From an optimization exercise on the open Yosys and OpenROAD flow, aimed at small area, a short achievable clock period and few clock cycles per item; shortcuts taken in it are not production practice. At most, simulation tests tie the RTL to the original design; equivalence was not proved. The RTL of runs 2 to 5 was laid out without a check of its function. Power figures rest on the tool's default switching activity, not on a simulated workload.

File: flow/config.mk
export PLATFORM = sky130hd
export DESIGN_NAME = red_combine
export DESIGN_NICKNAME = red_combine
export VERILOG_FILES = /design/flow/design.v
export SDC_FILE = /design/flow/constraint.sdc
export NUM_CORES = 4
export LEC_CHECK = 0
export ABC_AREA = 1
export CAP_MARGIN = 20
export CORE_MARGIN = 2
export CORE_UTILIZATION = 40
export SLEW_MARGIN = 20
File: flow/constraint.sdc
create_clock -name core_clock -period 18.0 [get_ports {clk}]
set_input_delay 3.6000 -clock core_clock [delete_from_list [all_inputs] [get_ports {clk}]]
set_output_delay 3.6000 -clock core_clock [all_outputs]
set_load 0.01 [all_outputs]
File: flow/design.v
module pfx_add #(parameter N = 8, parameter KIND = 1) (
    input  wire [N-1:0] x,
    input  wire [N-1:0] y,
    input  wire         ci,
    output wire [N-1:0] s,
    output wire         co
);
    function integer lg2(input integer n);
        integer k;
        begin
            lg2 = 0;
            for (k = 1; k < n; k = k * 2)
                lg2 = lg2 + 1;
        end
    endfunction
    localparam LG = lg2(N);
    reg [N-1:0] g, p;
    integer l, i, j;
    always @(*) begin
        g = x & y;
        p = x ^ y;
        if (KIND == 0) begin
            for (i = 1; i < N; i = i + 1) begin
                g[i] = g[i] | p[i] & g[i-1];
                p[i] = p[i] & p[i-1];
            end
        end else if (KIND == 1) begin
            for (l = 0; l < LG; l = l + 1)
                for (i = 0; i < N; i = i + 1)
                    if (((i + 1) % (2 << l)) == 0) begin
                        j = i - (1 << l);
                        g[i] = g[i] | p[i] & g[j];
                        p[i] = p[i] & p[j];
                    end
            for (l = LG - 2; l >= 0; l = l - 1)
                for (i = 0; i < N; i = i + 1)
                    if (i >= (2 << l) && ((i + 1) % (2 << l)) == (1 << l)) begin
                        j = i - (1 << l);
                        g[i] = g[i] | p[i] & g[j];
                        p[i] = p[i] & p[j];
                    end
        end else begin
            for (l = 0; l < LG; l = l + 1)
                for (i = 0; i < N; i = i + 1)
                    if ((i >> l) & 1) begin
                        j = ((i >> l) << l) - 1;
                        g[i] = g[i] | p[i] & g[j];
                        p[i] = p[i] & p[j];
                    end
        end
    end
    wire [N:0] c = {g | p & {N{ci}}, ci};
    assign s  = x ^ y ^ c[N-1:0];
    assign co = c[N];
endmodule
module pfx_inc #(parameter N = 8) (
    input  wire [N-1:0] x,
    input  wire         ci,
    output wire [N-1:0] s,
    output wire         co
);
    function integer lg2(input integer n);
        integer k;
        begin
            lg2 = 0;
            for (k = 1; k < n; k = k * 2)
                lg2 = lg2 + 1;
        end
    endfunction
    localparam LG = lg2(N);
    reg [N-1:0] p;
    integer l, i;
    always @(*) begin
        p = x;
        for (l = 0; l < LG; l = l + 1)
            for (i = N - 1; i >= 0; i = i - 1)
                if ((i >> l) & 1)
                    p[i] = p[i] & p[((i >> l) << l) - 1];
    end
    wire [N:0] c = {p & {N{ci}}, ci};
    assign s  = x ^ c[N-1:0];
    assign co = c[N];
endmodule
module lzc64 (
    input  wire [63:0] v,
    output wire [5:0]  n,
    output wire        z
);
    reg [7*64-1:0]   zz;
    reg [7*64*6-1:0] cc;
    integer k, i;
    always @(*) begin
        zz = 0;
        cc = 0;
        for (i = 0; i < 64; i = i + 1)
            zz[i] = ~v[i];
        for (k = 1; k <= 6; k = k + 1)
            for (i = 0; i < (64 >> k); i = i + 1) begin
                zz[k*64+i] = zz[(k-1)*64+2*i+1] & zz[(k-1)*64+2*i];
                if (zz[(k-1)*64+2*i+1])
                    cc[(k*64+i)*6 +: 6] = cc[((k-1)*64+2*i)*6 +: 6] | (6'd1 << (k - 1));
                else
                    cc[(k*64+i)*6 +: 6] = cc[((k-1)*64+2*i+1)*6 +: 6];
            end
    end
    assign n = cc[(6*64)*6 +: 6];
    assign z = zz[6*64];
endmodule
module w40_s1 #(parameter CK = 1) (
    input  wire        is_int,
    input  wire [63:0] a,
    input  wire [63:0] b,
    output wire [30:0] m_a,      
    output wire [30:0] m_b,      
    output wire        x34,      
    output wire        y34,
    output wire        a_big,    
    output wire [31:0] hs,       
    output wire [2:0]  hcy       
);
    wire        sa = a[39];
    wire        sb = b[39];
    wire [8:0]  ea = a[38:30];
    wire [8:0]  eb = b[38:30];
    wire [29:0] fa = a[29:0];
    wire [29:0] fb = b[29:0];
    wire a_max = &ea;
    wire b_max = &eb;
    wire a_fz  = ~|fa;
    wire b_fz  = ~|fb;
    wire a_nan = a_max & ~a_fz;
    wire b_nan = b_max & ~b_fz;
    wire a_inf = a_max & a_fz;
    wire b_inf = b_max & b_fz;
    wire sp    = a_max | b_max;
    wire nan   = a_nan | b_nan | (a_inf & b_inf & (sa ^ sb));
    wire of_op = a_inf | b_inf;
    wire a_ez = ~|ea;
    wire b_ez = ~|eb;
    wire [8:0] xa = {ea[8:1], ea[0] | a_ez};
    wire [8:0] xb = {eb[8:1], eb[0] | b_ez};
    wire ge;
    pfx_add #(.N(39), .KIND(CK)) u_cmp (
        .x(a[38:0]), .y(~b[38:0]), .ci(1'b1), .s(), .co(ge));
    wire eq  = &(a[38:0] ~^ b[38:0]);
    wire sub = sa ^ sb;
    assign a_big = is_int | ge;
    wire z   = eq & (sub | a_ez & a_fz);
    wire sgn_a = sp ? (a_inf ? sa : sb) : z ? (sa & sb) : sa;
    wire sgn_b = sp ? (a_inf ? sa : sb) : z ? (sa & sb) : sb;
    wire [8:0] dab, dba;
    pfx_add #(.N(9), .KIND(2)) u_dab (.x(xa), .y(~xb), .ci(1'b1), .s(dab), .co());
    pfx_add #(.N(9), .KIND(2)) u_dba (.x(xb), .y(~xa), .ci(1'b1), .s(dba), .co());
    wire       bab = ({1'b0, xa[8:6]} >= {1'b0, xb[8:6]} + 4'd2) |
                     (xa[8:6] == xb[8:6] + 3'd1) & (xa[5] | ~xb[5]);
    wire       bba = ({1'b0, xb[8:6]} >= {1'b0, xa[8:6]} + 4'd2) |
                     (xb[8:6] == xa[8:6] + 3'd1) & (xb[5] | ~xa[5]);
    assign m_a = {is_int ? a[30] : ~a_ez, fa};
    assign m_b = {is_int ? b[30] : ~b_ez, fb};
    assign x34 = is_int ? a[31] : nan;
    assign y34 = is_int ? b[31] : of_op;
    wire [7:0] h0, h1, h2, h3;
    wire [2:0] hc;
    pfx_add #(.N(8), .KIND(2)) u_h0 (.x(a[39:32]), .y(b[39:32]), .ci(1'b0), .s(h0), .co(hc[0]));
    pfx_add #(.N(8), .KIND(2)) u_h1 (.x(a[47:40]), .y(b[47:40]), .ci(1'b0), .s(h1), .co(hc[1]));
    pfx_add #(.N(8), .KIND(2)) u_h2 (.x(a[55:48]), .y(b[55:48]), .ci(1'b0), .s(h2), .co(hc[2]));
    pfx_add #(.N(8), .KIND(2)) u_h3 (.x(a[63:56]), .y(b[63:56]), .ci(1'b0), .s(h3), .co());
    assign hs  = is_int ? {h3, h2, h1, h0}
                        : {xb[7:0], xa, bba, dba[5:0], sub, bab, dab[5:0]};
    assign hcy = is_int ? hc : {sgn_b, sgn_a, xb[8]};
endmodule
module w40_s2 #(parameter AK = 1) (
    input  wire        is_int,
    input  wire [30:0] m_a,
    input  wire [30:0] m_b,
    input  wire        x34,
    input  wire        y34,
    input  wire        a_big,
    input  wire [31:0] hs,
    input  wire [2:0]  hcy,
    output wire [66:0] sum
);
    wire [5:0] d   = (a_big ? hs[5:0] : hs[13:8]) & {6{~is_int}};
    wire       big = (a_big ? hs[6] : hs[14]) & ~is_int;
    wire       sub = hs[7] & ~is_int;
    wire [8:0] xa  = hs[23:15];
    wire [8:0] xb  = {hcy[0], hs[31:24]};
    wire [8:0] x_l = a_big ? xa : xb;
    wire       sgn = a_big ? hcy[1] : hcy[2];
    wire       sp  = (&xa) | (&xb);
    wire [31:0] hi  = is_int ? hs : {11'd0, y34, x34, sp, sgn, x_l, sub, 7'd0};
    wire [2:0]  hc  = hcy & {3{is_int}};
    wire        x34i = x34 & is_int;
    wire        y34i = y34 & is_int;
    wire [30:0] m_l = a_big ? m_a : m_b;
    wire [30:0] m_s = a_big ? m_b : m_a;
    reg  [30:0] lost;
    integer j;
    always @(*)
        for (j = 0; j < 31; j = j + 1)
            lost[j] = big | (d >= j + 3);
    wire        sticky = |(m_s & lost);
    wire [33:0] shr    = big ? 34'd0 : ({m_s, 3'b000} >> d);
    wire [33:0] s_al   = {shr[33:1], sticky};
    wire c35;
    pfx_add #(.N(35), .KIND(AK)) u_add (
        .x({x34i, m_l, 3'b000}), .y({y34i, s_al ^ {34{sub}}}), .ci(sub),
        .s(sum[34:0]), .co(c35));
    wire ci0 = c35;
    wire ci1 = hc[0] | ci0 & (&hi[7:0]);
    wire ci2 = hc[1] | ci1 & (&hi[15:8]);
    wire ci3 = hc[2] | ci2 & (&hi[23:16]);
    pfx_inc #(.N(8)) u_i0 (.x(hi[7:0]),   .ci(ci0), .s(sum[42:35]), .co());
    pfx_inc #(.N(8)) u_i1 (.x(hi[15:8]),  .ci(ci1), .s(sum[50:43]), .co());
    pfx_inc #(.N(8)) u_i2 (.x(hi[23:16]), .ci(ci2), .s(sum[58:51]), .co());
    pfx_inc #(.N(8)) u_i3 (.x(hi[31:24]), .ci(ci3), .s(sum[66:59]), .co());
endmodule
module w40_s3 (
    input  wire        is_int,
    input  wire [66:0] sum,
    output wire [63:0] out_sum,
    output wire [1:0]  out_flags
);
    wire        sub   = sum[42];
    wire [8:0]  x_l   = sum[51:43];
    wire        sgn   = sum[52];
    wire        sp    = sum[53];
    wire        nan   = sum[54];
    wire        of_op = sum[55];
    wire [34:0] raw   = {sum[34] ^ sub, sum[33:0]};
    wire [7:0] xh, xo;
    genvar k;
    generate
        for (k = 0; k < 8; k = k + 1) begin : g_dec
            assign xh[k] = (x_l[5:3] == k);
            assign xo[k] = (x_l[2:0] == k);
        end
    endgenerate
    wire       x_lo = ~|x_l[8:6];
    reg [34:0] stop;
    integer j;
    always @(*)
        for (j = 0; j < 35; j = j + 1)
            stop[j] = x_lo & xh[(34 - j) >> 3] & xo[(34 - j) & 7];
    wire [5:0]  s;
    lzc64 u_lzc (.v({raw | stop, 1'b1, 28'd0}), .n(s), .z());
    wire [34:0] t5 = s[5] ? {raw[2:0], 32'd0} : raw;
    wire [34:0] t4 = s[4] ? {t5[18:0], 16'd0} : t5;
    wire [34:0] t3 = s[3] ? {t4[26:0], 8'd0}  : t4;
    wire [34:0] t2 = s[2] ? {t3[30:0], 4'd0}  : t3;
    wire [34:0] t1 = s[1] ? {t2[32:0], 2'd0}  : t2;
    wire [34:0] sh = s[0] ? {t1[33:0], 1'd0}  : t1;
    wire [9:0]  e_n  = {1'b0, x_l} + 10'd1 - {4'd0, s};
    wire [9:0]  e_n1 = {1'b0, x_l} + 10'd2 - {4'd0, s};
    wire [30:0] mant   = sh[34:4];
    wire        rnd_up = sh[3] & (|sh[2:0] | mant[0]);
    wire [30:0] mant_r;
    wire        c_r;
    pfx_inc #(.N(31)) u_rnd (.x(mant), .ci(rnd_up), .s(mant_r), .co(c_r));
    wire        c_r_q  = rnd_up & (&mant);
    wire        hid    = mant[30] | rnd_up & (&mant[29:0]);
    wire [9:0]  e_f    = c_r_q ? e_n1 : e_n;
    wire        ovf     = c_r_q ? (e_n1[9] | (&e_n1[8:0])) : (e_n[9] | (&e_n[8:0]));
    wire [8:0]  e_field = hid ? e_f[8:0] : 9'd0;
    wire        inf_like = sp | ovf;
    wire [39:0] f = inf_like ? {sgn & ~nan, 9'h1FF, nan, 29'd0}
                             : {sgn, e_field, mant_r[29:0]};
    assign out_sum   = is_int ? sum[66:3] : {24'd0, f};
    assign out_flags = is_int ? 2'b00 : {nan, of_op | (~sp & ovf)};
endmodule
module red_combine (
    input  wire        clk,
    input  wire        rst,
    input  wire        in_valid,
    input  wire        in_int,
    input  wire [63:0] in_a,
    input  wire [63:0] in_b,
    output reg         out_valid,
    output reg  [63:0] out_sum,
    output reg  [1:0]  out_flags
);
    wire [30:0] m_a, m_b;
    wire        x34, y34, a_big;
    wire [2:0]  hcy;
    wire [31:0] hs;
    w40_s1 u_s1 (
        .is_int(in_int), .a(in_a), .b(in_b), .m_a(m_a), .m_b(m_b),
        .x34(x34), .y34(y34), .a_big(a_big), .hs(hs), .hcy(hcy)
    );
    reg        v1, int1, x34_1, y34_1, a_big1;
    reg [2:0]  hcy1;
    reg [30:0] m_a1, m_b1;
    reg [31:0] hs1;
    always @(posedge clk) begin
        if (rst) v1 <= 1'b0;
        else     v1 <= in_valid;
        int1   <= in_int;
        m_a1   <= m_a;
        m_b1   <= m_b;
        x34_1  <= x34;
        y34_1  <= y34;
        a_big1 <= a_big;
        hs1    <= hs;
        hcy1   <= hcy;
    end
    wire [66:0] sum;
    w40_s2 u_s2 (
        .is_int(int1), .m_a(m_a1), .m_b(m_b1), .x34(x34_1), .y34(y34_1),
        .a_big(a_big1), .hs(hs1), .hcy(hcy1), .sum(sum)
    );
    reg        v2, int2;
    reg [66:0] sum2;
    always @(posedge clk) begin
        if (rst) v2 <= 1'b0;
        else     v2 <= v1;
        int2 <= int1;
        sum2 <= sum;
    end
    wire [63:0] res;
    wire [1:0]  flg;
    w40_s3 u_s3 (.is_int(int2), .sum(sum2), .out_sum(res), .out_flags(flg));
    always @(posedge clk) begin
        if (rst) out_valid <= 1'b0;
        else     out_valid <= v2;
        out_sum   <= res;
        out_flags <= flg;
    end
endmodule
File: flow/flow/run.sh
#!/bin/bash
# The standard layout (standard.sh: ORFS synthesis through finish), with
# three changes:
#  - synthesis leaves adders to ABC: ADDER_MAP_FILE is empty, so Yosys does
#    not extract half and full adder cells before ABC maps the logic.  The
#    synthesis script, the registers and everything else are unchanged;
#  - the input and output ports get sky130_fd_sc_hd__buf_1 port buffers in
#    place of the cell buffer_ports picks by default;
#  - ORFS's timing repair (after floorplan, CTS and global routing) aims for
#    a setup slack of MARGIN ns, not 0: the constraints and clock period stay
#    the design's, the repair only works harder.
# make's full output goes to std_flow.log here; ORFS keeps each step's log
# under orfs/logs.
set -euo pipefail
MARGIN=12.5
bash standard.sh "ADDER_MAP_FILE=" "SETUP_SLACK_MARGIN=$MARGIN" \
    "BUFFER_PORTS_ARGS=-buffer_cell sky130_fd_sc_hd__buf_1" finish > std_flow.log 2>&1
File: flow/standard.sh
#!/bin/bash
# synth_recipe.tcl (not shown) runs the flow's synth.tcl, then flattens the netlist and writes it again
# the make line also repeats each setting of config.mk as NAME=value (left out here)
make -C /OpenROAD-flow-scripts/flow DESIGN_CONFIG=/design/flow/config.mk WORK_HOME=/design/flow/orfs CLKGATE_MAP_FILE= SYNTH_SCRIPT=/design/flow/synth_recipe.tcl "${@:-finish}"
==> results of run 1 <==
==> through the flow <==
stage               cells  setup WS [ns]  power [mW]  hold slack (ns)
global route         3987          12.35        3.14            0.425
CTS                  3975          12.52        2.87            0.407
floorplan            3205          12.65        1.89            0.326
finish               3987          12.58        2.90            0.405
global placement     3916          11.54        2.26            0.395
detailed placement   3916          11.59        2.26            0.398
==> layout make-up <==
type,count,share of cell area [%]
Inverter,424,7.62
Timing Repair Buffer,226,4.54
Clock inverter,16,1.05
Multi-Input combinational cell,2439,56.8
Sequential cell,238,22.6
Timing Repair inverter,1,0.0238
Clock buffer,36,3.71
Tap cell,607,3.60
==> synth_stat cells, types with 5 or more instances <==
library cell	number
sky130_fd_sc_hd__a21boi_0	5
sky130_fd_sc_hd__a21oi_1	86
sky130_fd_sc_hd__a31oi_1	11
sky130_fd_sc_hd__and2_1	5
sky130_fd_sc_hd__and3_1	5
sky130_fd_sc_hd__buf_1	9
sky130_fd_sc_hd__buf_2	43
sky130_fd_sc_hd__buf_4	12
sky130_fd_sc_hd__buf_6	15
sky130_fd_sc_hd__clkbuf_1	28
sky130_fd_sc_hd__dfxtp_1	238
sky130_fd_sc_hd__inv_1	399
sky130_fd_sc_hd__inv_2	24
sky130_fd_sc_hd__nand2_1	1010
sky130_fd_sc_hd__nand2_2	26
sky130_fd_sc_hd__nand3_1	402
sky130_fd_sc_hd__nand3_2	6
sky130_fd_sc_hd__nand3b_1	6
sky130_fd_sc_hd__nand4_1	34
sky130_fd_sc_hd__nor2_1	270
sky130_fd_sc_hd__nor2_2	19
sky130_fd_sc_hd__nor2_4	9
sky130_fd_sc_hd__nor3_1	33
sky130_fd_sc_hd__nor4_1	21
sky130_fd_sc_hd__o211ai_1	21
sky130_fd_sc_hd__o21ai_0	194
sky130_fd_sc_hd__o21ai_1	37
sky130_fd_sc_hd__o22ai_1	30
sky130_fd_sc_hd__o22ai_2	10
sky130_fd_sc_hd__o31ai_1	7
sky130_fd_sc_hd__or2_2	6
sky130_fd_sc_hd__xnor2_1	24
sky130_fd_sc_hd__xor2_1	86
==> power groups by stage <==
stage | clock network (mW) | logic [mW] | registers [mW]
6_report | 0.599 | 1.58 | 0.718
5_1_grt | 0.634 | 1.78 | 0.728
4_1_cts | 0.613 | 1.54 | 0.717
3_5_place_dp | 0 | 1.53 | 0.729
3_3_place_gp | 0 | 1.54 | 0.728
2_1_floorplan | 0 | 1.17 | 0.721
==> worst max-delay path: cells and delay by family <==
family                 cells  cell delay [ns]
AOI/OAI and AO/OA          7             1.14
and+or+nand+nor            9             0.96
buffers and inverters      2             0.20
==> cells by family (layout without fill, tap and decap cells) <==
family | after synthesis | in the layout | share of synthesized area, %
buf+inv | 532 | 703 | 11.8
simple gates | 1872 | 1876 | 43.4
compound gates | 447 | 447 | 13.8
xor+xnor | 113 | 113 | 5.45
fa+ha+maj | 3 | 3 | 0.160
flops | 238 | 238 | 25.3
==> state kept, by name, summed over array words and instances (netlist names) <==
| signal | count |
|---|---|
| sum2 | 67 |
| out_flags | 2 |
| x34_1 | 1 |
| hs1 | 32 |
| v2 | 1 |
| m_a1 | 31 |
| out_sum | 64 |
| int2 | 1 |
| out_valid | 1 |
| int1 | 1 |
| a_big1 | 1 |
| m_b1 | 31 |
| v1 | 1 |
| y34_1 | 1 |
| hcy1 | 3 |
==> how the worst max path moves through the flow <==
stage | start | endpoint | slack [ns] | depth (start not counted)
6_report | in_b[6] | a_big1 | 12.58 | 18
5_1_grt | in_b[6] | a_big1 | 12.35 | 18
4_1_cts | sum2[44] | out_sum[7] | 12.52 | 25
3_5_place_dp | in_b[35] | hcy1[1] | 11.59 | 12
3_3_place_gp | in_b[35] | hcy1[2] | 11.54 | 12
2_1_floorplan | in_b[15] | a_big1 | 12.65 | 19
==> routing by layer <==
metal,GRT usage [%],vias to the layer above,routed length [um]
met5,0,-,0
met4,7.49,0,2170
met2,40.0,650,28200
li1,-,10647,-
met1,35.2,9167,30000
met3,2.46,127,3280
==> what timing repair did <==
item	4_1_cts	5_1_grt
gates resized for setup	6	31
endpoints found under the setup margin	43	82
cloned	1	4
pin swaps	3	9
endpoints found under the hold margin	0	0
buffers inserted	6	8
==> summary.txt, run 1 <==
- At the later pin of the worst-skew pair, clock insertion delay measures 0.57 ns.
- Entering global routing, the biggest net connects between 90 and 100 pins.
- The worst hold path passes through 2 cells.
- The synthesized netlist contains 66 unique library cells.
- The total placed instance area is roughly 20000 sq um.
- The final design instance area without fill is 21100 sq um.
- The fraction of the core area covered by cells at the end of the flow is 45.4%.
- When the netlist entered floorplanning its net count stood at 3337.
- The power density normalized to cell area is between 100 and 150 nW/um^2.
- The peak fanout along the critical path is 3.
- Sequential elements use 25.3% of the synthesized area.
- The horizontal extent of the die is 221 um.
- For hold timing, the worst endpoint is v2.
- After synthesis the netlist holds a flip-flop and latch count of 238.
- The portion of total power attributed to the clock network is between 20 and 25%.
- At the worst endpoint, the required time is 18.47 ns.
- The floorplan step defined a die boundary enclosing 48800 sq um.
- The internal portion of the total power is 1.50 mW.
- The analysis attributes to cell leakage a power of 10.6 nW.
- The async set or reset register ratio after synthesis is 0%.
- The run finished with no timing, DRC or antenna violations.
- The cell taking the most area after synthesis is sky130_fd_sc_hd__dfxtp_1.
- The antenna diode instance count is 0.
- At the end of routability-driven placement, the weighted congestion stood at 1.01.
- The endpoint of the worst-slack reg-to-reg timing path is out_sum[8].
- The wire length reported by the detailed router is approximately 64000 um.
- The buffer levels on the longest clock path is 3.
- The share of cells above drive strength 1 is under 10%.
- The number of flops mapped to enable cells by yosys is 0.
- The number of search-and-repair iterations in the first detailed-routing pass is 6.
- From bottom edge to top edge, the die measures 221 um.
- The detailed-route DRC error count is 0.
- CTS built an H-tree with a depth of 1.
- The slowest library cell on the worst path is sky130_fd_sc_hd__a2111oi_1.
- In this run the most critical hold path is launched from v1.
- The area growth from synthesis to layout is 12.0%.
- Synthesis handed over a netlist of 3205 instances.
- In the final layout, flip-flops and latches occupy 4770 sq um.
- The site row count is 79.
- The clock sink total is around 240.
- The number of synthesis warnings is 10.
- Dividing the final minimum period by the clock period gives 30.1%.
- Summing over every cut layer, the via total after detailed routing is 20591.
- The register-to-register path setup slack is 12.89 ns.
- The top cell types in the final layout, fill and taps aside, are sky130_fd_sc_hd__nand2_1, sky130_fd_sc_hd__nand3_1, sky130_fd_sc_hd__inv_1.
- The count of nets left with antenna violations after detail routing is 0.
- The final period demand of the worst path is 5.42 ns.
- The nature of the critical path startpoint is a primary input.
- Measured against its own limit, the worst slew margin works out to between 30% and 40%.
- Setup repair after global routing could not meet its margin everywhere.
- After legalization and detailed placement, the total HPWL measured 50900 um.
- The number of hold violations in the final report is 0.
- The number of DRC markers after the initial detailed-route iteration is 1802.
- Clock tree synthesis selected as its root buffer the cell sky130_fd_sc_hd__clkbuf_16.
- The final-layout setup total negative slack is 0 ns.
- The via count of the first global-routing pass is 18462.
- The clock tree from TritonCTS is built.
- The number of top-level design ports is 199.
- The largest voltage drop on the vdd net is 0.112 mV.
- Summing all multi-input logic gate instances after layout gives about 12000 sq um.
- The number of input and output port buffers inserted is 198.
- The mapped cell area is 18800 sq um.
- The per-instance average area after synthesis is 5.87 sq um.
- The number of clock buffers inserted by TritonCTS is 28.
- The layout filler cell count is 5145.
- The critical register-to-register path startpoint is sum2[44].
- In this run the biggest area consumer among cell types represents 25.3% of the synthesized area.
- The number of pins with negative max-slew slack in the final report is 0.
- Clock-pin slew was measured on the worst setup and hold paths at 0.07 ns.
- Walking the worst path, the cells encountered are buf_1 > inv_1 > nand2_1 > o21ai_0 > a2111oi_1 > nor3b_2 > nand2_1 > o211ai_1 > nand2_1 > nand3_1 > nand2_1 > nand3_1 > nand2_1 > o211ai_1 > nand2_1 > o311ai_0 > a21oi_1 > o2111ai_1.
- In the post-synthesis netlist, the biggest area contributors are sky130_fd_sc_hd__dfxtp_1, sky130_fd_sc_hd__nand2_1, sky130_fd_sc_hd__nand3_1, sky130_fd_sc_hd__inv_1, sky130_fd_sc_hd__nor2_1.
- The starting density of the core is approximately 40%.
- The total area inside the core boundary comes to 46500 sq um.
- The count of max-cap constraint violations is 0.
- The total setup violations reported at the end of the flow is 0.
- The initial antenna violation count is 0.
- The average wire length per cell after detail routing is 16.0 um.
- The global-route wire length before repair is 99400 um.
- The worst setup path is captured at a flop.
- The transition time of the tightest slew-check pin is roughly 0.91 ns.
- Of the total power, combinational logic draws 54.5%.
- After global routing the overflow that remains totals 0.
- The commonest non-fill, non-tap cell in the layout is sky130_fd_sc_hd__nand2_1.
- The clock skew is 0.0220 ns.
- The relative contribution of sequential cells to total power is 24.8%.
- The net load switching power is 1.39 mW.
- The post-cts hold buffer count is 0.
- For this run, the total global-route usage over all layers was measured as 24.9%.
- Of the total power, the share spent switching nets is approximately 48%.
- The most frequently used flop master after synthesis is sky130_fd_sc_hd__dfxtp_1.
- The worst setup path is of the primary input to flop kind.
- The most numerous cell type found on the critical path is sky130_fd_sc_hd__nand2_1.
- The maximum cell stage delay along the critical path is just over 0.4 ns.
- Using the TritonRoute via totals, the vias-per-cell ratio works out to just over 5.
- Static timing analysis puts the maximum clock frequency at 184 MHz.
- The number of nets in the layout is ~3500.
- The classification of the worst-slack hold path is flop to flop.
- The number of cell instances on the worst register-to-register path is 24.
- The data arrival time of the worst path is 5.90 ns.
Testbench counts, summed over its fixed seeds: cycles 24,024, items 24,000.
==> run 2: changes to the inputs <==
--- a/flow/design.v
+++ b/flow/design.v
@@ -118,3 +118,3 @@
     output wire [31:0] hs,       
-    output wire [2:0]  hcy       
+    output wire [6:0]  hcy       
 );
@@ -161,11 +161,17 @@
     assign y34 = is_int ? b[31] : of_op;
-    wire [7:0] h0, h1, h2, h3;
-    wire [2:0] hc;
-    pfx_add #(.N(8), .KIND(2)) u_h0 (.x(a[39:32]), .y(b[39:32]), .ci(1'b0), .s(h0), .co(hc[0]));
-    pfx_add #(.N(8), .KIND(2)) u_h1 (.x(a[47:40]), .y(b[47:40]), .ci(1'b0), .s(h1), .co(hc[1]));
-    pfx_add #(.N(8), .KIND(2)) u_h2 (.x(a[55:48]), .y(b[55:48]), .ci(1'b0), .s(h2), .co(hc[2]));
-    pfx_add #(.N(8), .KIND(2)) u_h3 (.x(a[63:56]), .y(b[63:56]), .ci(1'b0), .s(h3), .co());
-    assign hs  = is_int ? {h3, h2, h1, h0}
+    wire [31:0] hsum;
+    wire [6:0]  hc;
+    genvar q;
+    generate
+        for (q = 0; q < 8; q = q + 1) begin : g_hs
+            wire [4:0] t = {1'b0, a[32+4*q +: 4]} + {1'b0, b[32+4*q +: 4]};
+            assign hsum[4*q +: 4] = t[3:0];
+            if (q < 7) begin : g_c
+                assign hc[q] = t[4];
+            end
+        end
+    endgenerate
+    assign hs  = is_int ? hsum
                         : {xb[7:0], xa, bba, dba[5:0], sub, bab, dab[5:0]};
-    assign hcy = is_int ? hc : {sgn_b, sgn_a, xb[8]};
+    assign hcy = is_int ? hc : {4'd0, sgn_b, sgn_a, xb[8]};
 endmodule
@@ -179,3 +185,3 @@
     input  wire [31:0] hs,
-    input  wire [2:0]  hcy,
+    input  wire [6:0]  hcy,
     output wire [66:0] sum
@@ -191,3 +197,3 @@
     wire [31:0] hi  = is_int ? hs : {11'd0, y34, x34, sp, sgn, x_l, sub, 7'd0};
-    wire [2:0]  hc  = hcy & {3{is_int}};
+    wire [6:0]  hc  = hcy & {7{is_int}};
     wire        x34i = x34 & is_int;
@@ -208,10 +214,19 @@
         .s(sum[34:0]), .co(c35));
-    wire ci0 = c35;
-    wire ci1 = hc[0] | ci0 & (&hi[7:0]);
-    wire ci2 = hc[1] | ci1 & (&hi[15:8]);
-    wire ci3 = hc[2] | ci2 & (&hi[23:16]);
-    pfx_inc #(.N(8)) u_i0 (.x(hi[7:0]),   .ci(ci0), .s(sum[42:35]), .co());
-    pfx_inc #(.N(8)) u_i1 (.x(hi[15:8]),  .ci(ci1), .s(sum[50:43]), .co());
-    pfx_inc #(.N(8)) u_i2 (.x(hi[23:16]), .ci(ci2), .s(sum[58:51]), .co());
-    pfx_inc #(.N(8)) u_i3 (.x(hi[31:24]), .ci(ci3), .s(sum[66:59]), .co());
+    reg  [6:0] gc, pc;
+    integer k;
+    always @(*) begin
+        gc[0] = hc[0];
+        pc[0] = &hi[3:0];
+        for (k = 1; k < 7; k = k + 1) begin
+            gc[k] = hc[k] | (&hi[4*k +: 4]) & gc[k-1];
+            pc[k] = (&hi[4*k +: 4]) & pc[k-1];
+        end
+    end
+    wire [7:0] ci = {gc | pc & {7{c35}}, c35};
+    genvar q;
+    generate
+        for (q = 0; q < 8; q = q + 1) begin : g_inc
+            assign sum[35+4*q +: 4] = hi[4*q +: 4] + {3'd0, ci[q]};
+        end
+    endgenerate
 endmodule
@@ -283,3 +298,3 @@
     wire        x34, y34, a_big;
-    wire [2:0]  hcy;
+    wire [6:0]  hcy;
     wire [31:0] hs;
@@ -290,3 +305,3 @@
     reg        v1, int1, x34_1, y34_1, a_big1;
-    reg [2:0]  hcy1;
+    reg [6:0]  hcy1;
     reg [30:0] m_a1, m_b1;
--- a/flow/flow/run.sh
+++ b/flow/flow/run.sh
@@ -6,3 +6,3 @@
 #    synthesis script, the registers and everything else are unchanged;
-#  - the input and output ports get sky130_fd_sc_hd__buf_1 port buffers in
+#  - the input and output ports get sky130_fd_sc_hd__buf_2 port buffers in
 #    place of the cell buffer_ports picks by default;
@@ -16,2 +16,2 @@
 bash standard.sh "ADDER_MAP_FILE=" "SETUP_SLACK_MARGIN=$MARGIN" \
-    "BUFFER_PORTS_ARGS=-buffer_cell sky130_fd_sc_hd__buf_1" finish > std_flow.log 2>&1
+    "BUFFER_PORTS_ARGS=-buffer_cell sky130_fd_sc_hd__buf_2" finish > std_flow.log 2>&1
==> summary.txt, run 2 <==
- The portion of total power attributed to the clock network is 19.3%.
- In this run the tightest slew margin relative to its limit is a little over two fifths.
- The detailed-placement wirelength estimate is 51900 um.
- In the final layout, the registers with the most flip-flops are sum2 x67, out_sum x64, hs1 x32.
- The area share of the largest cell type after synthesis is 25.4%.
- At the worst endpoint, the required time is 18.46 ns.
- Power comes to around 2.8 mW.
- Measured on the finished design, the core utilization comes to a little under half.
- After clock tree synthesis, the clock-pin slew on the worst setup and hold paths is 0.06 ns.
- In this run, flip-flops and latches consume 26.2% of the power.
- Once layout is done, the placed cells without fillers occupy around 21000 sq um.
- The number of cell instances on the worst register-to-register path is 23.
- The register with the most flip-flops is sum2.
- The clock sink total is 242.
- The detail route stage leaves a number of antenna-violating nets equal to 0.
- The net load switching power is about 1.4 mW.
- The starting density of the core is 40.7%.
- The final period demand of the worst path is 5.35 ns.
- Combinational cells account for between 50% and 60% of the total power.
- Internal power comes to approximately 1.5 mW.
- sky130_fd_sc_hd__nand2_1 is the most common cell in the netlist.
- The number of DRC markers after the initial detailed-route iteration is roughly 1800.
- After synthesis, the share of flip-flops with an asynchronous set or reset is 0%.
- Leaving out fill and tap cells, the most frequent cell in the layout is sky130_fd_sc_hd__nand2_1.
- Counting every instance in the synthesized netlist gives 3311.
- The clock network latency to the later pin of the worst-skew pair is 0.59 ns.
- The flip-flop count of the largest register after layout is 67.
- Tracing the worst setup path back leads to its startpoint at in_b[37].
- Using the TritonRoute via totals, the vias-per-cell ratio works out to 5.16.
- The number of clock buffers inserted by TritonCTS is 28.
- The average wire length per cell after detail routing is 16.0 um.
- For the pin with the worst max-slew slack, the measured transition is 0.850 ns.
- The register-to-register path setup slack is 12.93 ns.
- The die is about 220 um wide.
- Setup repair after global routing left no endpoint under its margin.
- The per-instance average area after synthesis is 5.75 sq um.
- The detailed-route DRC error count is 0.
- The mapped cell area is 19000 sq um.
- The fmax is 187 MHz.
- In this run, synthesis inferred 0 flip-flops with an integrated enable.
- In this run the number of H-tree levels came out at 1.
- The pre-CTS worst setup slack is 11.70 ns.
- The finished layout holds 4088 standard cells, fillers aside.
- The peak fanout along the critical path is 5.
- The worst register-to-register path begins at sum2[45].
- The count of distinct cell types in the synthesized netlist is 65.
- In this run, placement finished with an instance count of a little over 4000.
- The number of nets in the layout is 3597.
- The power density normalized to cell area is 131 nW/um^2.
- The via count of the first global-routing pass came to between 15000 and 20000.
- The placeable core region is around 47000 sq um.
- The initial antenna violation count was 1.
- The flow ran to the end and the layout has no timing, DRC or antenna violations.
- Among all flip-flop cells after synthesis, the most frequent one is sky130_fd_sc_hd__dfxtp_1.
- In this run the cell area measured after placement is 20400 sq um.
- The buffer levels on the longest clock path is 3.
- After layout, the worst path uses 29.7% of the clock period.
- The area growth from synthesis to layout is 12.8%.
- The number of pins with negative max-slew slack in the final report is 0.
- After routing, the total negative slack on setup checks comes to 0 ns.
- During I/O placement, the number of pins put on the boundary was 199.
- Summed over all instances, the cell type with the most area after synthesis is sky130_fd_sc_hd__dfxtp_1.
- The die height is ~220 um.
- The worst hold path was traced through 2 stages.
- Across all hold checks on the routed design, the worst slack comes to between 0.4 and 0.5 ns.
- Max-cap violations in this run came to 0.
- The worst setup path is captured at a flop.
- The wire length reported by the detailed router is 65200 um.
- The worst-case IR drop observed on VDD is 0.0546 mV.
- By area the synthesized netlist is led by sky130_fd_sc_hd__dfxtp_1, sky130_fd_sc_hd__nand2_1, sky130_fd_sc_hd__nand3_1, sky130_fd_sc_hd__inv_1, sky130_fd_sc_hd__nor2_1.
- The number of search-and-repair iterations in the first detailed-routing pass is 6.
- Ranked by instance count, the synthesized netlist is headed by sky130_fd_sc_hd__nand2_1, sky130_fd_sc_hd__inv_1, sky130_fd_sc_hd__nand3_1, sky130_fd_sc_hd__nor2_1, sky130_fd_sc_hd__dfxtp_1.
- The site row count is between 70 and 80.
- The worst setup path is launched from a primary input.
- The global-route wire length before repair is between 100000 and 150000 um.
- The post-cts hold buffer count is 0.
- For this run the aggregate overflow at the end of global routing stands at 0.
- The proportion of total power due to net switching is 48.4%.
- The number of hold violations in the final report is 0.
- The post-route netlist has 11.1% of its cells at a drive strength greater than 1.
- For this design the static power due to leakage is ~12 nW.
- 0 antenna diodes ended up in the layout.
- The smallest setup slack after layout is about 13 ns.
- At the end of routability-driven placement, the weighted congestion stood at 1.00.
- The die covers 49400 sq um.
- Global routing used 25.3% of the available tracks across all layers.
- The via count is 21101.
- The CTS root buffer is sky130_fd_sc_hd__clkbuf_16.
- When the netlist entered floorplanning its net count stood at 3443.
- The total setup violations reported at the end of the flow is 0.
- The critical setup path kind is primary input to flop.
- The number of input and output port buffers inserted is 198.
- Summing the sequential cell areas from Yosys gives 25.4% of the chip area.
- The tightest min-delay check is of the flop to flop type.
- For the worst setup path, the data arrival time is slightly below 6 ns.
- The flip-flop and latch count after synthesis is 242.
- Entering global routing, the biggest net connects 112 pins.
- The startpoint identified for the worst hold timing path is v2.
- In the layout the commonest cells are sky130_fd_sc_hd__nand2_1, sky130_fd_sc_hd__inv_1, sky130_fd_sc_hd__nand3_1.
- The number of synthesis warnings is 8.
- TritonCTS built the clock tree.
- The clock skew is 0.0201 ns.
[run 2: cell types whose count changed after synthesis, moves of 10 or more]
cell / before / now
sky130_fd_sc_hd__o21ai_1: 37 / 18
sky130_fd_sc_hd__inv_1: 399 / 426
sky130_fd_sc_hd__o211ai_1: 21 / 31
sky130_fd_sc_hd__o22ai_1: 30 / 42
sky130_fd_sc_hd__nand4_1: 34 / 57
sky130_fd_sc_hd__nand2_1: 1010 / 1076
sky130_fd_sc_hd__clkbuf_1: 28 / 52
sky130_fd_sc_hd__nand3_1: 402 / 412
sky130_fd_sc_hd__o22ai_2: 10 / 0
sky130_fd_sc_hd__a21oi_2: 1 / 11
sky130_fd_sc_hd__nor2_1: 270 / 287
sky130_fd_sc_hd__xor2_1: 86 / 62
sky130_fd_sc_hd__buf_2: 43 / 29
sky130_fd_sc_hd__inv_2: 24 / 11
[run 2: power groups by stage]
stage	clock [mW]	sequential (mW)	combinational, mW
6_report	0.543	0.740	1.54
5_1_grt	0.577	0.748	1.73
4_1_cts	0.558	0.739	1.51
3_5_place_dp	0	0.751	1.50
3_3_place_gp	0	0.750	1.51
2_1_floorplan	0	0.734	1.11
[run 2: critical path: stages]
cell and delay [ns]:
sky130_fd_sc_hd__buf_2 0.13, sky130_fd_sc_hd__inv_1 0.17, sky130_fd_sc_hd__nand4_1 0.15, sky130_fd_sc_hd__nor3_1 0.25
sky130_fd_sc_hd__nor2_1 0.13, sky130_fd_sc_hd__inv_1 0.11, sky130_fd_sc_hd__nand2_1 0.09, sky130_fd_sc_hd__o21ai_0 0.41
sky130_fd_sc_hd__o21ai_0 0.15, sky130_fd_sc_hd__inv_1 0.10, sky130_fd_sc_hd__nor2_1 0.06, sky130_fd_sc_hd__inv_1 0.07
sky130_fd_sc_hd__a21oi_1 0.06, sky130_fd_sc_hd__o32ai_1 0.31
[run 2: layout make-up]
class	count	area, sq um
Clock buffer	36	751
Clock inverter	10	120
Fill cell	5198	25300
Inverter	441	1670
Multi-Input combinational cell	2523	12100
Sequential cell	242	4850
Tap cell	607	759
Timing Repair Buffer	228	1230
Timing Repair inverter	1	5.00
[run 2: logic make-up after synthesis]
logic type | synth area share [%]
xor gates and xnor gates | 4.05
adders and majority gates | 0.105
buffers and inverters | 11.5
and+or+nand+nor | 45.0
AOI/OAI and AO/OA | 13.9
DFF | 25.4
[run 2: final timing paths]
kind | endpoint
setup / recovery | hs1[5]
hold / removal | out_valid
setup reg to reg | out_sum[10]
hold reg to reg | out_valid
[run 2: timing repair]
item                                    4_1_cts  5_1_grt
cloned                                        0        3
resized for setup                             4       24
endpoints found under the setup margin       41       91
hold endpoints to repair                      0        0
pin swaps                                     4       10
buffers inserted                              1       14
[run 2: metal layers]
metal / share of wire, % / vias up / global-route usage (%)
met2: 44 / 679 / 40.7
li1: - / 10987 / -
met3: 6.5 / 132 / 3.02
met1: 46 / 9301 / 35.1
met5: 0.020 / - / 0
met4: 3.6 / 2 / 8.26
==> run 3: changes to the inputs <==
--- a/flow/design.v
+++ b/flow/design.v
@@ -116,3 +116,3 @@
     output wire        y34,
-    output wire        a_big,    
+    output wire        gt2,      
     output wire [31:0] hs,       
@@ -141,8 +141,15 @@
     wire [8:0] xb = {eb[8:1], eb[0] | b_ez};
-    wire ge;
-    pfx_add #(.N(39), .KIND(CK)) u_cmp (
-        .x(a[38:0]), .y(~b[38:0]), .ci(1'b1), .s(), .co(ge));
-    wire eq  = &(a[38:0] ~^ b[38:0]);
+    wire gt2_c, gt1, ge0;
+    pfx_add #(.N(13), .KIND(CK)) u_c2 (
+        .x(a[38:26]), .y(~b[38:26]), .ci(1'b0), .s(), .co(gt2_c));
+    pfx_add #(.N(13), .KIND(CK)) u_c1 (
+        .x(a[25:13]), .y(~b[25:13]), .ci(1'b0), .s(), .co(gt1));
+    pfx_add #(.N(13), .KIND(CK)) u_c0 (
+        .x(a[12:0]), .y(~b[12:0]), .ci(1'b1), .s(), .co(ge0));
+    wire eq2 = &(a[38:26] ~^ b[38:26]);
+    wire eq1 = &(a[25:13] ~^ b[25:13]);
+    wire eq0 = &(a[12:0] ~^ b[12:0]);
+    wire eq  = eq2 & eq1 & eq0;
     wire sub = sa ^ sb;
-    assign a_big = is_int | ge;
+    assign gt2 = ~is_int & gt2_c;
     wire z   = eq & (sub | a_ez & a_fz);
@@ -175,3 +182,3 @@
                         : {xb[7:0], xa, bba, dba[5:0], sub, bab, dab[5:0]};
-    assign hcy = is_int ? hc : {4'd0, sgn_b, sgn_a, xb[8]};
+    assign hcy = is_int ? hc : {1'd0, ge0, eq1, gt1, eq2, sgn_b, sgn_a, xb[8]};
 endmodule
@@ -183,3 +190,3 @@
     input  wire        y34,
-    input  wire        a_big,
+    input  wire        gt2,
     input  wire [31:0] hs,
@@ -188,2 +195,3 @@
 );
+    wire a_big = is_int | gt2 | hcy[3] & (hcy[4] | hcy[5] & hcy[6]);
     wire [5:0] d   = (a_big ? hs[5:0] : hs[13:8]) & {6{~is_int}};
@@ -297,3 +305,3 @@
     wire [30:0] m_a, m_b;
-    wire        x34, y34, a_big;
+    wire        x34, y34, gt2;
     wire [6:0]  hcy;
@@ -302,5 +310,5 @@
         .is_int(in_int), .a(in_a), .b(in_b), .m_a(m_a), .m_b(m_b),
-        .x34(x34), .y34(y34), .a_big(a_big), .hs(hs), .hcy(hcy)
+        .x34(x34), .y34(y34), .gt2(gt2), .hs(hs), .hcy(hcy)
     );
-    reg        v1, int1, x34_1, y34_1, a_big1;
+    reg        v1, int1, x34_1, y34_1, gt2_1;
     reg [6:0]  hcy1;
@@ -316,3 +324,3 @@
         y34_1  <= y34;
-        a_big1 <= a_big;
+        gt2_1 <= gt2;
         hs1    <= hs;
@@ -323,3 +331,3 @@
         .is_int(int1), .m_a(m_a1), .m_b(m_b1), .x34(x34_1), .y34(y34_1),
-        .a_big(a_big1), .hs(hs1), .hcy(hcy1), .sum(sum)
+        .gt2(gt2_1), .hs(hs1), .hcy(hcy1), .sum(sum)
     );
==> summary.txt, run 3 <==
- The count of nets left with antenna violations after detail routing is 0.
- The via count of the first global-routing pass is approximately 19000.
- The flip-flop and latch count after synthesis is 242.
- Global routing used between 20% and 30% of the available tracks across all layers.
- The share of synthesized area in the top cell type comes to between 20% and 30%.
- The die covers 49700 sq um.
- The critical register-to-register path startpoint is sum2[43].
- The clock skew is 0.0256 ns.
- The critical setup path kind is primary input to flop.
- The CTS root buffer is sky130_fd_sc_hd__clkbuf_16.
- The clock network latency to the later pin of the worst-skew pair is 0.59 ns.
- No sink is reached through more buffers than the 3 on the longest clock path.
- The number of hold violations in the final report was 0.
- Setup violations remaining at the end of the flow were counted as 0.
- The sequential fraction of the synthesis area is 25.3%.
- At the worst endpoint, the arrival time is 5.83 ns.
- For this run, the post-layout net count is roughly 3600.
- The critical path ends at hs1[13].
- Traced cell by cell, the critical path runs through buf_2 > inv_1 > nand4_1 > nor4_2 > nor2_1 > inv_1 > nor2_2 > inv_1 > o21ai_2 > nand2_1 > inv_1 > nor2_1 > inv_1 > o21ai_1 > or2_2 > nand2_1 > o21ai_0 > o22ai_1.
- In this run the tightest slew margin relative to its limit is 44.4%.
- The required time of the critical path is 18.49 ns.
- The cell area that synthesis handed to floorplanning was 19200 sq um.
- The largest individual stage delay along the critical path comes from the cell sky130_fd_sc_hd__or2_2.
- The proportion of power drawn by combinational gates is between 50% and 60%.
- The number of clock buffers inserted by TritonCTS is 28.
- The worst register-to-register path ends at out_sum[12].
- The count of max-cap constraint violations is 0.
- The floorplan step defined a core boundary enclosing 47500 sq um.
- The register with the most flip-flops is sum2.
- The horizontal extent of the die is 223 um.
- Fill cells in the final layout number a little over 5000.
- The nature of the critical path startpoint is a primary input.
- The largest registers in the layout are sum2 x67, out_sum x64, hs1 x32.
- The clock-pin slew on the worst setup and hold paths is roughly 0.060 ns.
- The detailed-route DRC error count is 0.
- The clock sink total is 242.
- The commonest non-fill, non-tap cell in the layout is sky130_fd_sc_hd__nand2_1.
- In this design, the stage delay of the slowest critical-path cell is roughly 0.31 ns.
- Cell internal power was estimated by the tool at 1.59 mW.
- The first detailed-routing pass ran for 6 iterations.
- The Yosys step of the flow raised 8 warnings.
- The net count after synthesis is 3423.
- The flow ran to the end and the layout has no timing, DRC or antenna violations.
- The number of antenna diodes in the final layout is 0.
- Global routing used 41.5% of the available met2 tracks.
- The starting density of the core is 40.3%.
- The portion of total power attributed to the clock network is about 20%.
- Summed over all nets, the switching power comes to 1.47 mW.
- The cell taking the most area after synthesis is sky130_fd_sc_hd__dfxtp_1.
- The register-to-register path setup slack is 12.85 ns.
- The final period demand of the worst path is between 5 and 6 ns.
- The commonest cells after synthesis are sky130_fd_sc_hd__nand2_1, sky130_fd_sc_hd__nand3_1, sky130_fd_sc_hd__inv_1, sky130_fd_sc_hd__dfxtp_1, sky130_fd_sc_hd__nor2_1.
- Setup repair after global routing could not meet its margin everywhere.
- In the post-synthesis netlist, the biggest area contributors are sky130_fd_sc_hd__dfxtp_1, sky130_fd_sc_hd__nand2_1, sky130_fd_sc_hd__nand3_1, sky130_fd_sc_hd__inv_1, sky130_fd_sc_hd__nor2_1.
- The number of flops mapped to enable cells by yosys is 0.
- The final-layout setup total negative slack is 0 ns.
- Synthesis produced a netlist whose cell count is around 3300.
- The via count is 21355.
- For this run, asynchronously set or reset flops after synthesis account for 0%.
- The flip-flop count of the largest register after layout is 67.
- The number of pins with negative max-slew slack in the final report is 0.
- Across all hold checks on the routed design, the worst slack comes to 0.399 ns.
- Routability-driven placement finished with a final weighted congestion of 0.987.
- In this run the vertical extent of the chip is 223 um.
- For this block, the routed nets add up to 65700 um of wire.
- The post-cts hold buffer count is 0.
- Relative to the synthesized area, the layout overhead comes to 13.9%.
- For this run, the top clock speed supported by timing is ~190 MHz.
- The average wire length per cell after detail routing is 16.1 um.
- In this run, flip-flops and latches consume 24.0% of the power.
- The proportion of total power due to net switching is 48.2%.
- In this run the number of H-tree levels came out at 1.
- TritonCTS built the clock tree.
- Among all cell types in the netlist, the one instantiated most often is sky130_fd_sc_hd__nand2_1.
- The power density normalized to cell area is 140 nW/um^2.
- The number of DRC markers after the initial detailed-route iteration is around 1900.
- met2 is the most crowded layer.
- The peak fanout along the critical path is 5.
- After global routing the overflow that remains totals 0.
- The synthesized netlist contains 66 unique library cells.
- The ratio of routed vias to standard cells is between 5 and 6.
- In the global route stage, met1 resource usage came out at 35.2%.
- The first global-routing pass estimated 103000 um of wire.
- The initial antenna violation count was 0.
- Each instance of the synthesized netlist takes up on average 5.83 sq um.
- The largest voltage drop on the vdd net is 0.0717 mV.
- The number of input and output port buffers inserted is roughly 200.
- The most frequently used flop master after synthesis is sky130_fd_sc_hd__dfxtp_1.
- For the worst flop-to-flop path, the logic depth is 25.
- In this run the most critical hold path is launched from v1.
- In the layout the commonest cells are sky130_fd_sc_hd__nand2_1, sky130_fd_sc_hd__nand3_1, sky130_fd_sc_hd__inv_1.
- The worst setup path is captured at a flop.
- The share of cells above drive strength 1 is 12.9%.
- In this run the static leakage power is 11.5 nW.
- In the finished design, the share of the clock period the worst path needs comes to 29.7%.
- The most critical setup path has its startpoint at in_b[33].
- The most prevalent standard cell on the critical path is sky130_fd_sc_hd__inv_1.
- The number of top-level design ports is 199.
- The site row count is 80.
- At the pin with the least slew margin, the transition time is about 0.83 ns.
- The detailed-placement wirelength estimate is 51700 um.
- The tightest min-delay check is of the flop to flop type.
- The largest net degree at the start of global routing is 95.
- Global routing used 2.59% of the available met3 tracks.
==> run 3: cell count changes in the layout (fill, tap and decap cells not counted), moves of 9 or more <==
cell	previous run	this run
sky130_fd_sc_hd__o211ai_1	31	10
sky130_fd_sc_hd__nand3_1	412	471
sky130_fd_sc_hd__nand2_1	1076	1091
sky130_fd_sc_hd__or2_2	7	17
sky130_fd_sc_hd__a21oi_2	11	2
sky130_fd_sc_hd__nor2_1	283	227
sky130_fd_sc_hd__inv_1	421	372
sky130_fd_sc_hd__o22ai_1	42	30
sky130_fd_sc_hd__o21ai_1	20	44
sky130_fd_sc_hd__o22ai_2	0	10
sky130_fd_sc_hd__o21ai_0	193	146
==> run 3: power groups by stage <==
stage          sequential, mW  combinational, mW  clock [mW]
6_report                0.734               1.70       0.622
5_1_grt                 0.744               1.91       0.653
4_1_cts                 0.733               1.66       0.635
3_5_place_dp            0.745               1.64           0
3_3_place_gp            0.742               1.64           0
2_1_floorplan           0.736               1.25           0
==> run 3: area by class of cell <==
| cell class | count | area, sq um | share of cell area, % |
|---|---|---|---|
| Clock inverter | 14 | 218 | 0.996 |
| Timing Repair inverter | 1 | 5.00 | 0.0229 |
| Tap cell | 615 | 769 | 3.52 |
| Timing Repair Buffer | 230 | 1240 | 5.67 |
| Sequential cell | 242 | 4850 | 22.2 |
| Multi-Input combinational cell | 2539 | 12400 | 56.8 |
| Inverter | 403 | 1540 | 7.05 |
| Clock buffer | 38 | 818 | 3.74 |
==> run 3: repair_timing <==
item                       in CTS  in global routing
gates cloned                    4                  1
buffers inserted                4                 15
pin swaps                       6                  8
setup endpoints to repair     107                 90
gates resized for setup        17                 35
==> run 3: how the worst min path moves through the flow <==
stage	end	slack [ns]	cells after the start
2_1_floorplan	int2	0.35	0
3_3_place_gp	out_valid	0.39	2
3_5_place_dp	out_valid	0.40	2
4_1_cts	v2	0.40	2
5_1_grt	v2	0.43	2
6_report	v2	0.40	2
==> run 3: cells by family (layout without fill, tap and decap cells) <==
logic type / Yosys count / count (layout) / synth area share (%)
adder cells (fa/ha/maj): 1 / 1 / 0.0522
XOR/XNOR: 92 / 92 / 4.20
AND/OR/NAND/NOR: 2033 / 2037 / 46.7
buffers and inverters: 514 / 686 / 11.0
multiplexers: 2 / 2 / 0.170
AO/OA/AOI/OAI: 407 / 407 / 12.7
flip-flops: 242 / 242 / 25.3
==> run 3: worst max-delay path: cells and delay by family <==
kind | cells | cell delay [ns]
simple gates | 8 | 1.09
buf+inv | 6 | 0.60
compound gates | 4 | 0.56
==> run 3: per-layer routing <==
metal  part of all wire (%)  routed length (um)  vias up
li1                       -                   -    11000
met1                     46               30000     9452
met2                     45               29300      771
met3                    6.3                4120      132
met4                    3.4                2270        0
met5                      0                   0        -
==> run 3: metrics by stage <==
step                instance area [sq um]  utilization, %  setup WS (ns)  total power, mW  instances
floorplan                           19200               -          12.53             1.99       3291
global placement                    20500            43.0          11.39             2.38       4006
detailed placement                  20500            43.0          11.20             2.38       4006
CTS                                 21600            45.5          12.52             3.03       4066
global route                        21900            46.0          12.43             3.31       4082
finish                              21900            46.0          12.65             3.06       4082
==> run 4: changes to the inputs <==
--- a/flow/flow/run.sh
+++ b/flow/flow/run.sh
@@ -14,3 +14,3 @@
 set -euo pipefail
-MARGIN=12.5
+MARGIN=13
 bash standard.sh "ADDER_MAP_FILE=" "SETUP_SLACK_MARGIN=$MARGIN" \
==> summary.txt, run 4 <==
- The number of hold violations in the final report is 0.
- The worst setup path is launched from a primary input.
- Once detail routing completed, the nets flagged for antenna violations numbered 0.
- The critical register-to-register path startpoint is sum2[49].
- The die is 223 um wide.
- The leakage power summed over all cells is 11.8 nW.
- Counting the buffers created by CTS gives 27.
- The classification of the worst-slack hold path is flop to flop.
- At the worst endpoint, the required time is 18.45 ns.
- The average wire length per cell after detail routing is ~16 um.
- The count of distinct cell types in the synthesized netlist is 66.
- In this run the critical register-to-register path is captured at out_sum[32].
- Routability-driven placement finished with a final weighted congestion of 0.965.
- The number of top-level design ports is just under 200.
- Detailed routing placed a total of 4130 um of wire on met3.
- The die is 223 um tall.
- The number of buffers and inverters on the critical path is 6.
- After technology mapping, the gate count stands at approximately 3300.
- At the pin with the least slew margin, the transition time is about 0.83 ns.
- In this run the tightest slew margin relative to its limit is between 40% and 50%.
- The depth of the CTS H-tree is 1.
- In the layout the commonest cells are sky130_fd_sc_hd__nand2_1, sky130_fd_sc_hd__nand3_1, sky130_fd_sc_hd__inv_1.
- The setup path with the least slack is of type primary input to flop.
- The largest registers in the layout are sum2 x67, out_sum x64, hs1 x32.
- The number of cell instances on the worst register-to-register path is 29.
- The initialized floorplan defines 80 standard-cell rows.
- Fill cells in the final layout number 5133.
- The total grt overflow is 0.
- The portion of the clock cycle consumed by the worst path in the final layout is 27.7%.
- The slowest library cell on the worst path is sky130_fd_sc_hd__or2_4.
- Summing every instance area after synthesis gives between 15000 and 20000 sq um.
- The most frequently used flop master after synthesis is sky130_fd_sc_hd__dfxtp_1.
- The buffer levels on the longest clock path is 3.
- Data on the critical path arrives at its endpoint at 5.43 ns.
- The async set or reset register ratio after synthesis is 0%.
- The number of pins with negative max-slew slack in the final report came to 0.
- The fmax is roughly 200 MHz.
- After synthesis, the cell types taking the most area are sky130_fd_sc_hd__dfxtp_1, sky130_fd_sc_hd__nand2_1, sky130_fd_sc_hd__nand3_1, sky130_fd_sc_hd__inv_1, sky130_fd_sc_hd__nor2_1.
- The later pin in the worst-skew pair is clocked with a latency of 0.58 ns.
- The area share of the largest cell type after synthesis is 25.3%.
- Clock tree synthesis found a total of 242 sinks.
- The floorplan step defined a die boundary enclosing 49700 sq um.
- The detailed router finished its first iteration with 1817 violations.
- The flow ran to the end and the layout has no timing, DRC or antenna violations.
- Setup repair after global routing could not meet its margin everywhere.
- Summed over all layers, the routed wires come to 66700 um.
- In this run the power density over the cells is approximately 140 nW/um^2.
- In the global route stage, overall resource usage came out at between 20% and 30%.
- After clock tree synthesis, the clock-pin slew on the worst setup and hold paths is 0.06 ns.
- sum2 holds more flip-flops than any other register.
- The kind of cell with the highest combined delay along the critical path is simple AND/OR/NAND/NOR gates.
- The per-instance average area after synthesis is about 5.8 sq um.
- Of all nets on the critical path, the largest fanout is 5.
- For this run, the number of Yosys warnings is 8.
- Walking the worst path, the cells encountered are buf_2 > inv_1 > nand4_1 > nor4_4 > nor2_2 > inv_2 > nor2_2 > inv_2 > o21ai_2 > nand2_1 > inv_2 > nor2_4 > inv_2 > o21ai_2 > or2_4 > a21oi_2 > o22ai_1.
- The worst hold path was traced through 2 stages.
- The post-route total power is just over 3 mW.
- The length of routed met2 wiring is roughly 30000 um.
- The top layer used by detailed routing is met4.
- In this run, synthesis inferred 0 flip-flops with an integrated enable.
- After the last flow step, the layout net total stands at 3623.
- The sequential fraction of the synthesis area is 25.3%.
- The cell taking the most area after synthesis is sky130_fd_sc_hd__dfxtp_1.
- For hold timing, the worst endpoint is v2.
- The detailed router placed 21617 vias in this run.
- Buffers placed on the I/O ports in this run total ~200.
- The number of search-and-repair iterations in the first detailed-routing pass is 8.
- Counting instances in the post-synthesis netlist gives the leading cell types as sky130_fd_sc_hd__nand2_1, sky130_fd_sc_hd__nand3_1, sky130_fd_sc_hd__inv_1, sky130_fd_sc_hd__dfxtp_1, sky130_fd_sc_hd__nor2_1.
- The final period demand of the worst path is about 5 ns.
- The placeable core region is 47500 sq um.
- The net count after synthesis is roughly 3400.
- The total setup violations reported at the end of the flow is 0.
- The largest net degree at the start of global routing is 87.
- TritonCTS built the clock tree.
- Among the stages of the critical path, the cell type that occurs most often is sky130_fd_sc_hd__inv_2.
- The register with the most flip-flops in the layout has 67 of them.
- The wire length on met1 is 30200 um.
- In the final layout, the share of cells above drive strength 1 is 15.9%.
- The detailed-route DRC error count is 0.
- The HPWL after detailed placement is 51900 um.
- The count of max-cap constraint violations is 0.
- From synthesis to final layout, the design area changed by 18.6%.
- The flip-flop and latch count after synthesis is 242.
- The tree is rooted in a sky130_fd_sc_hd__clkbuf_16.
- The most common cell in the netlist is sky130_fd_sc_hd__nand2_1.
- The global-route wire length before repair is 104000 um.
- The hold path startpoint is v1.
- Clock skew on the completed layout was measured at between 0.015 and 0.02 ns.
- The initial utilization of the core area, before any placement, comes to between 40% and 50%.
- Summed over all failing endpoints, the final setup total negative slack is 0 ns.
- The via count of the first global-routing pass is 19537.
- The largest voltage drop on the vdd net is between 0.06 and 0.07 mV.
- After detailed routing, the number of vias per cell comes to 5.24.
- The setup check on the worst reg-to-reg path leaves a slack of between 10 and 15 ns.
- The commonest non-fill, non-tap cell in the layout is sky130_fd_sc_hd__nand2_1.
- STA classifies the critical path endpoint as a flop.
- The largest single stage delay on the critical path is 0.24 ns.
- The initial antenna violation count is 1.
run 4: repair_timing:
| item | CTS | global route |
|---|---|---|
| pin swaps | 24 | 38 |
| hold buffers | 0 | 0 |
| gates cloned | 4 | 2 |
| gates resized for setup | 57 | 127 |
| endpoints found under the setup margin | 114 | 95 |
| setup buffers | 36 | 28 |
run 4: layer usage:
| metal | global-route usage, % | vias up |
|---|---|---|
| met1 | 35.2 | 9640 |
| met5 | 0 | - |
| met3 | 3.07 | 148 |
| met2 | 42.1 | 723 |
| li1 | - | 11106 |
| met4 | 9.01 | 0 |
run 4: stage by stage:
stage / instance area [sq um] / setup slack, ns / cells / util, % / hold WS (ns)
5_1_grt: 22700 / 12.91 / 4128 / 47.8 / 0.428
4_1_cts: 22100 / 12.96 / 4097 / 46.4 / 0.409
6_report: 22700 / 13.01 / 4128 / 47.8 / 0.403
2_1_floorplan: 19300 / 12.74 / 3291 / - / 0.351
3_3_place_gp: 20600 / 11.41 / 4007 / 43.2 / 0.392
3_5_place_dp: 20600 / 11.23 / 4007 / 43.2 / 0.400
run 4: layout make-up:
class	instances	area, sq um	share of cell area, %
Antenna cell	1	2.50	0.0110
Clock buffer	32	734	3.23
Clock inverter	18	268	1.18
Inverter	403	1590	6.99
Multi-Input combinational cell	2540	12800	56.2
Sequential cell	242	4860	21.4
Tap cell	615	769	3.38
Timing Repair Buffer	276	1740	7.66
Timing Repair inverter	1	5.00	0.0220
run 4: power by group:
group / internal, mW / switching (mW)
sequential: 0.657 / 0.0766
clock: 0.370 / 0.239
combinational: 0.583 / 1.18
run 4: cells by family after synthesis:
family	count (synthesis)	synth area share, %
AO/OA/AOI/OAI	407	12.7
XOR/XNOR	92	4.20
adder cells (fa/ha/maj)	1	0.0522
buffers and inverters	514	11.0
flip-flops	242	25.3
multiplexers	2	0.170
AND/OR/NAND/NOR	2033	46.7
run 4: worst register-to-register path: cells and delay by family, from the launching register on:
kind,cells,cell delay [ns]
buffers and inverters,4,0.62
DFF,1,0.45
and+or+nand+nor,21,2.86
AOI/OAI and AO/OA,4,0.74
run 4: worst max path at each step:
stage               startpoint       end  slack, ns  cells after the start
detailed placement        int1  sum2[66]      11.23                     29
finish                in_b[33]   hs1[13]      13.01                     17
global placement          int1  sum2[65]      11.41                     31
global route          in_a[32]   hs1[13]      12.91                     16
floorplan             in_a[32]   hs1[13]      12.74                     15
CTS                   in_a[33]   hs1[13]      12.96                     17
==> run 5: changes to the inputs <==
--- a/flow/design.v
+++ b/flow/design.v
@@ -157,5 +157,9 @@
     wire sgn_b = sp ? (a_inf ? sa : sb) : z ? (sa & sb) : sb;
-    wire [8:0] dab, dba;
-    pfx_add #(.N(9), .KIND(2)) u_dab (.x(xa), .y(~xb), .ci(1'b1), .s(dab), .co());
-    pfx_add #(.N(9), .KIND(2)) u_dba (.x(xb), .y(~xa), .ci(1'b1), .s(dba), .co());
+    wire [5:0] eab, eba, ea1, eb1;
+    pfx_add #(.N(6), .KIND(2)) u_eab (.x(ea[5:0]), .y(~eb[5:0]), .ci(1'b1), .s(eab), .co());
+    pfx_add #(.N(6), .KIND(2)) u_eba (.x(eb[5:0]), .y(~ea[5:0]), .ci(1'b1), .s(eba), .co());
+    pfx_add #(.N(6), .KIND(2)) u_ea1 (.x(ea[5:0]), .y(6'h3F), .ci(1'b0), .s(ea1), .co());
+    pfx_add #(.N(6), .KIND(2)) u_eb1 (.x(eb[5:0]), .y(6'h3F), .ci(1'b0), .s(eb1), .co());
+    wire [5:0] dab = a_ez ? 6'd0 : b_ez ? ea1 : eab;
+    wire [5:0] dba = b_ez ? 6'd0 : a_ez ? eb1 : eba;
     wire       bab = ({1'b0, xa[8:6]} >= {1'b0, xb[8:6]} + 4'd2) |
--- a/flow/flow/run.sh
+++ b/flow/flow/run.sh
@@ -14,3 +14,3 @@
 set -euo pipefail
-MARGIN=13
+MARGIN=12.5
 bash standard.sh "ADDER_MAP_FILE=" "SETUP_SLACK_MARGIN=$MARGIN" \
==> summary.txt, run 5 <==
- The run finished with no timing, DRC or antenna violations.
- Leaving out fill and tap cells, the most frequent cell in the layout is sky130_fd_sc_hd__nand2_1.
- Clock-pin slew was measured on the worst setup and hold paths at 0.06 ns.
- The flip-flop and latch count after synthesis is 242.
- The clock network latency to the later pin of the worst-skew pair is 0.58 ns.
- After layout, the worst path uses 29.8% of the clock period.
- The clock tree from TritonCTS is built.
- The worst setup path is of the primary input to flop kind.
- In the final layout, the registers with the most flip-flops are sum2 x67, out_sum x64, hs1 x32.
- The count of buffers added on input and output ports is roughly 200.
- The total setup violations reported at the end of the flow is 0.
- The kind of cell adding the most delay to the critical path is compound AO/OA/AOI/OAI gates.
- The area growth from synthesis to layout is 14.1%.
- The detailed-placement wirelength estimate is around 58000 um.
- The transition time of the tightest slew-check pin is roughly 1.0 ns.
- The via count of the first global-routing pass is between 20000 and 25000.
- The area share of the largest cell type after synthesis is roughly a quarter.
- The detailed-route DRC error count is 0.
- The flip-flop count of the largest register after layout is 67.
- The initial utilization of the core area, before any placement, comes to 40.7%.
- The number of DRC markers after the initial detailed-route iteration is 2052.
- Of all flip-flops after synthesis, the portion carrying an async set or reset was 0%.
- The die height is about 220 um.
- After routing the design area is 21700 sq um.
- On the final layout, the worst hold slack is 0.405 ns.
- The number of clock buffers inserted by TritonCTS is 27.
- The classification of the worst-slack hold path is flop to flop.
- Max-cap violations in this run came to 0.
- The nature of the critical path endpoint is a flop.
- The initial antenna violation count is 0.
- The per-instance average area after synthesis is a little under 6 sq um.
- The number of hold buffers added after CTS was 0.
- The most common cell in the netlist is sky130_fd_sc_hd__nand2_1.
- The slowest library cell on the worst path is sky130_fd_sc_hd__a2111oi_0.
- The number of buffer and inverter stages on the critical path is 2.
- The cell count after synthesis is 3261.
- The worst register-to-register path begins at sum2[43].
- The first global-routing pass estimated 112000 um of wire.
- Walking the worst path, the cells encountered are buf_2 > inv_1 > nor2_1 > a2111oi_0 > nor3b_1 > nand4_1 > a2111oi_4 > nand2_1 > a31oi_1 > a31oi_2.
- On the final layout, the worst clock skew is 0.0114 ns.
- Ranked by total cell area, the synthesized netlist is headed by sky130_fd_sc_hd__dfxtp_1, sky130_fd_sc_hd__nand2_1, sky130_fd_sc_hd__nand3_1, sky130_fd_sc_hd__inv_1, sky130_fd_sc_hd__nor2_1.
- Counting tap cells, the placed design contains a total of 3975 instances.
- The congestion estimate from routability-driven global placement came to 0.978.
- STA puts the critical path data arrival time at 5.76 ns.
- After detailed placement, the total cell area comes to 20400 sq um.
- The analysis attributes to cell leakage a power of 11.4 nW.
- The relative slew slack is 31.9%.
- In the final timing run, aggregate negative setup slack is 0 ns.
- The critical path launch point is in_b[18].
run 5: cell types whose count changed after synthesis, moves of 5 or more:
cell / delta
sky130_fd_sc_hd__o21bai_1: +7
sky130_fd_sc_hd__nand3b_1: +5
sky130_fd_sc_hd__nor2_4: -5
sky130_fd_sc_hd__nand4_1: -6
sky130_fd_sc_hd__o21ai_1: +5
sky130_fd_sc_hd__buf_1: -5
sky130_fd_sc_hd__xor2_1: +12
sky130_fd_sc_hd__inv_1: -9
sky130_fd_sc_hd__o211ai_1: +6
sky130_fd_sc_hd__nand3_1: -37
sky130_fd_sc_hd__buf_2: +5
sky130_fd_sc_hd__buf_6: -5
run 5: logic make-up (layout without fill, tap and decap cells):
group                     Yosys count  in the layout  synth area share (%)
and+or+nand+nor                  1985           1988                  45.6
xor gates and xnor gates          101            101                  4.65
AOI/OAI and AO/OA                 427            427                  13.5
DFF                               242            242                  25.5
buffers and inverters             506            679                  10.8
run 5: worst paths after layout:
| check | slack [ns] | depth (start not counted) | endpoint |
|---|---|---|---|
| min | 0.41 | 2 | v2 |
| max | 12.64 | 10 | hcy1[2] |
| max reg2reg | 12.79 | 26 | out_sum[31] |
| min reg2reg | 0.41 | 2 | v2 |
run 5: per-layer routing:
layer | GRT usage (%) | vias up | share of wire [%]
met5 | 0 | - | 0
met4 | 11.0 | 0 | 3.7
met3 | 3.10 | 136 | 5.9
met2 | 47.0 | 802 | 46
met1 | 37.8 | 9980 | 45
li1 | - | 10896 | -
run 5: power by group:
group          switching (mW)  internal, mW
combinational            1.16         0.542
clock                   0.229         0.329
sequential             0.0827         0.657
total                    1.47          1.53
run 5: what timing repair did:
action	4_1_cts	5_1_grt
gates cloned	4	1
resized for setup	15	49
pin swaps	3	10
buffers inserted	3	14
endpoints found under the setup margin	107	101
run 5: tightest hold or removal path, delay by kind of cell (launching register included):
family                 cells  cell delay [ns]
AND/OR/NAND/NOR            1             0.03
flip-flops                 1             0.30
buffers and inverters      1             0.04
run 5: cell type report:
class                   instances  area (sq um)  share of cell area [%]
clock buffers                  35           726                    3.34
inverters                     401          1530                    7.07
clock inverters                12           165                   0.761
flip-flops and latches        242          4850                    22.3
repair inverters                1          5.00                  0.0231
multi-input cells            2516         12300                    56.9
well taps                     607           759                    3.50
repair buffers                230          1310                    6.05
run 5: per-stage QoR:
stage	utilization, %	setup WS [ns]
floorplan	-	12.53
global placement	43.5	11.72
detailed placement	43.5	11.52
CTS	45.8	12.51
global route	46.4	12.48
finish	46.4	12.64

Check on run 5: ideal ports give 12.637 ns setup slack; a clkbuf_16 on the clock port and buf_2 on the inputs give 12.679 ns; moving port delays by the midpoint clock arrival (0.630 ns) as well gives 12.049 ns.
